This design comes from an exercise in tuning for small area, a short achievable clock period and few clock cycles per item on the open sky130 flow, not from production work.
The RTL was checked by simulation tests, not by an equivalence proof against the original design.
Power is estimated from default activity; no workload was simulated.

Design eq32, start of the top module:
module eq32 (
    input  wire               clk,
    input  wire               rst,
    input  wire               in_valid,
    output wire               in_ready,
    input  wire signed [9:0]  in_code,
    output reg                out_valid,
    output reg  signed [15:0] out_y,
    output reg                out_sat,
    input  wire               ctrl_we,
    input  wire               ctrl_bank,
    input  wire               ctrl_bypass,
    input  wire               coef_we,
    input  wire               coef_bank,
    input  wire [4:0]         coef_idx,
    input  wire [19:0]        coef_data
);
    reg        rdy;
    reg        v_q;
    reg [9:0]  c_q;
    reg        cwe_q, cbank_q;
    reg [4:0]  cidx_q;
    reg [19:0] cdata_q;
    reg        rst_q;             
    assign in_ready = rdy;
    always @(posedge clk) begin
        if (rst) begin
            rdy   <= 1'b0;
            v_q   <= 1'b0;
            cwe_q <= 1'b0;
        end else begin
            rdy   <= 1'b1;
            v_q   <= in_valid & rdy;
            cwe_q <= coef_we;
        end
        rst_q   <= rst;
        c_q     <= in_code;
  ...
clock: 14.0 ns
lec_check: 0
cap_margin: 20
core_margin: 2
core_utilization: 55
cts_cluster_diameter: 80
cts_cluster_size: 25
place_density: 0.66
slew_margin: 70
synth_hierarchical: 1
synth_minimum_keep_size: 0
standard.sh (not shown) runs the stock make flow with config.mk's settings and CLKGATE_MAP_FILE= SYNTH_SCRIPT=/design/flow/synth_recipe.tcl, a recipe that flattens the netlist after the stock synthesis.
==> flow/flow/run.sh <==
#!/bin/bash
# The standard layout (the standard.sh: ORFS synthesis to final layout),
# with one change: the port buffers that ORFS adds in placement are
# sky130_fd_sc_hd__buf_4 instead of the buffer it picks by itself.
# ORFS keeps each step's full log under orfs/logs/; make's own output goes to
# standard_flow.log here.
set -euo pipefail
bash standard.sh BUFFER_PORTS_ARGS="-buffer_cell sky130_fd_sc_hd__buf_4" finish > standard_flow.log 2>&1
Testbench counts at the start, summed over its fixed seeds: cycles 8,240, items 8,192.
Change:
==> flow/flow/run.sh (replaced) <==
#!/bin/bash
# The standard layout (the standard.sh: ORFS synthesis to final layout),
# with two changes: the port buffers that ORFS adds in placement are
# sky130_fd_sc_hd__buf_4 instead of the buffer it picks by itself, and the
# antenna repair after detailed routing may take up to 10 rounds instead of 5.
# ORFS keeps each step's full log under orfs/logs/; make's own output goes to
# standard_flow.log here.
set -euo pipefail
bash standard.sh BUFFER_PORTS_ARGS="-buffer_cell sky130_fd_sc_hd__buf_4" MAX_REPAIR_ANTENNAS_ITER_DRT=10 finish > standard_flow.log 2>&1
--- a/flow/config.mk
+++ b/flow/config.mk
@@ -9,6 +9,6 @@
 export CORE_MARGIN = 2
-export CORE_UTILIZATION = 55
+export CORE_UTILIZATION = 50
 export CTS_CLUSTER_DIAMETER = 80
 export CTS_CLUSTER_SIZE = 25
-export PLACE_DENSITY = 0.66
+export PLACE_DENSITY = 0.62
 export SLEW_MARGIN = 70
The new run produced a clean layout.
Hold slack hardly moves.
Count of clock-buffer cells in the layout decreases by 3.
Setup slack improves by 0.12 ns.
Power climbs by 1.5%.
Synthesized area stays the same.
Cell count went up by 2.5%.

========
Setup of run X:
eq32, a different RTL version from the one above (not shown whole).
For scale: about 16000 cells after synthesis, about 2500 flip-flops.
Design eq32, start of the top module:
module eq32 (
    input  wire               clk,
    input  wire               rst,
    input  wire               in_valid,
    output wire               in_ready,
    input  wire signed [9:0]  in_code,
    output reg                out_valid,
    output reg  signed [15:0] out_y,
    output reg                out_sat,
    input  wire               ctrl_we,
    input  wire               ctrl_bank,
    input  wire               ctrl_bypass,
    input  wire               coef_we,
    input  wire               coef_bank,
    input  wire [4:0]         coef_idx,
    input  wire [19:0]        coef_data
);
    reg        rdy;
    reg        v_q;
    reg [9:0]  c_q;
    reg        cwe_q, cbank_q;
    reg [4:0]  cidx_q;
    reg [19:0] cdata_q;
    assign in_ready = rdy;
    always @(posedge clk) begin
        if (rst) begin
            rdy   <= 1'b0;
            v_q   <= 1'b0;
            cwe_q <= 1'b0;
        end else begin
            rdy   <= 1'b1;
            v_q   <= in_valid & rdy;
            cwe_q <= coef_we;
        end
        c_q     <= in_code;
        cbank_q <= coef_bank;
        cidx_q  <= coef_idx;
        cdata_q <= coef_data;
    end
    reg         bank, bypass;
    reg [31:0]  wa, wb;           
    reg [639:0] ca, cb;           
    reg [31:0]  sa, sb;           
    reg         d16;              
    always @(posedge clk) begin
        if (rst) begin
            bank   <= 1'b0;
            bypass <= 1'b0;
  ...
clock: 14.0 ns
lec_check: 0
cap_margin: 20
core_margin: 2
core_utilization: 50
place_density: 0.62
slew_margin: 20
synth_hierarchical: 1
synth_minimum_keep_size: 0
==> flow/flow/run.sh <==
#!/bin/bash
# The standard layout (the standard.sh: ORFS synthesis to final layout),
# with one change: the port buffers that ORFS adds in placement are
# sky130_fd_sc_hd__buf_4 instead of the buffer it picks by itself.
# ORFS keeps each step's full log under orfs/logs/; make's own output goes to
# standard_flow.log here.
set -euo pipefail
bash standard.sh BUFFER_PORTS_ARGS="-buffer_cell sky130_fd_sc_hd__buf_4" finish > standard_flow.log 2>&1
Testbench counts of run X, summed over its fixed seeds: cycles 8,232, items 8,192.
Modified inputs, run R compared to run X
==> flow/run.sh (new file) <==
#!/bin/bash
# synth_recipe.tcl (not shown) runs the flow's synth.tcl, then flattens the netlist and writes it again
# the make line also repeats each setting of config.mk as NAME=value (left out here)
make -C /OpenROAD-flow-scripts/flow DESIGN_CONFIG=/design/flow/config.mk WORK_HOME=/design/flow/orfs CLKGATE_MAP_FILE= SYNTH_SCRIPT=/design/flow/synth_recipe.tcl finish
removed: flow/flow/run.sh
removed: flow/standard.sh
[summary]
On power density over the cells: run R sits below run X.
Run R vs. run X: routed wire length barely changed; power dropped 0.73%; clock-cell share of area barely changed.

-- separate check: timing with driven ports --
In the flow no input, the clock included, has a driving cell. The finished layouts below were timed again as built, in two steps. Step 1 assumes that a clkbuf_16 drives the clock port and a buf_2 every other input. Step 2, shift: input delay + t, output delay - t, t = (earliest + latest rising clock arrival at the registers) / 2. This alone moves slack from input paths to output paths. Three values: no drivers, after step 1, after step 2; two values: the first two.
| run | shift t [ns] | setup slack, ns | worst setup path after step 2 |
|---|---|---|---|
| the first run of note 1 | 1.139 | 9.355 / 9.355 / 9.355 | register to register |
| the second run of note 1 | 1.166 | 9.475 / 9.475 / 9.475 | register to register |
| run X | 1.151 | 8.224 / 8.224 / 7.861 | input to register |
| run R | 1.121 | 8.348 / 8.348 / 8.327 | input to register |
After both steps setup and hold are still met in every run listed. The setup slack of run X, which loses most, moves by 0.000 ns with the drivers and by -0.363 ns with both steps.
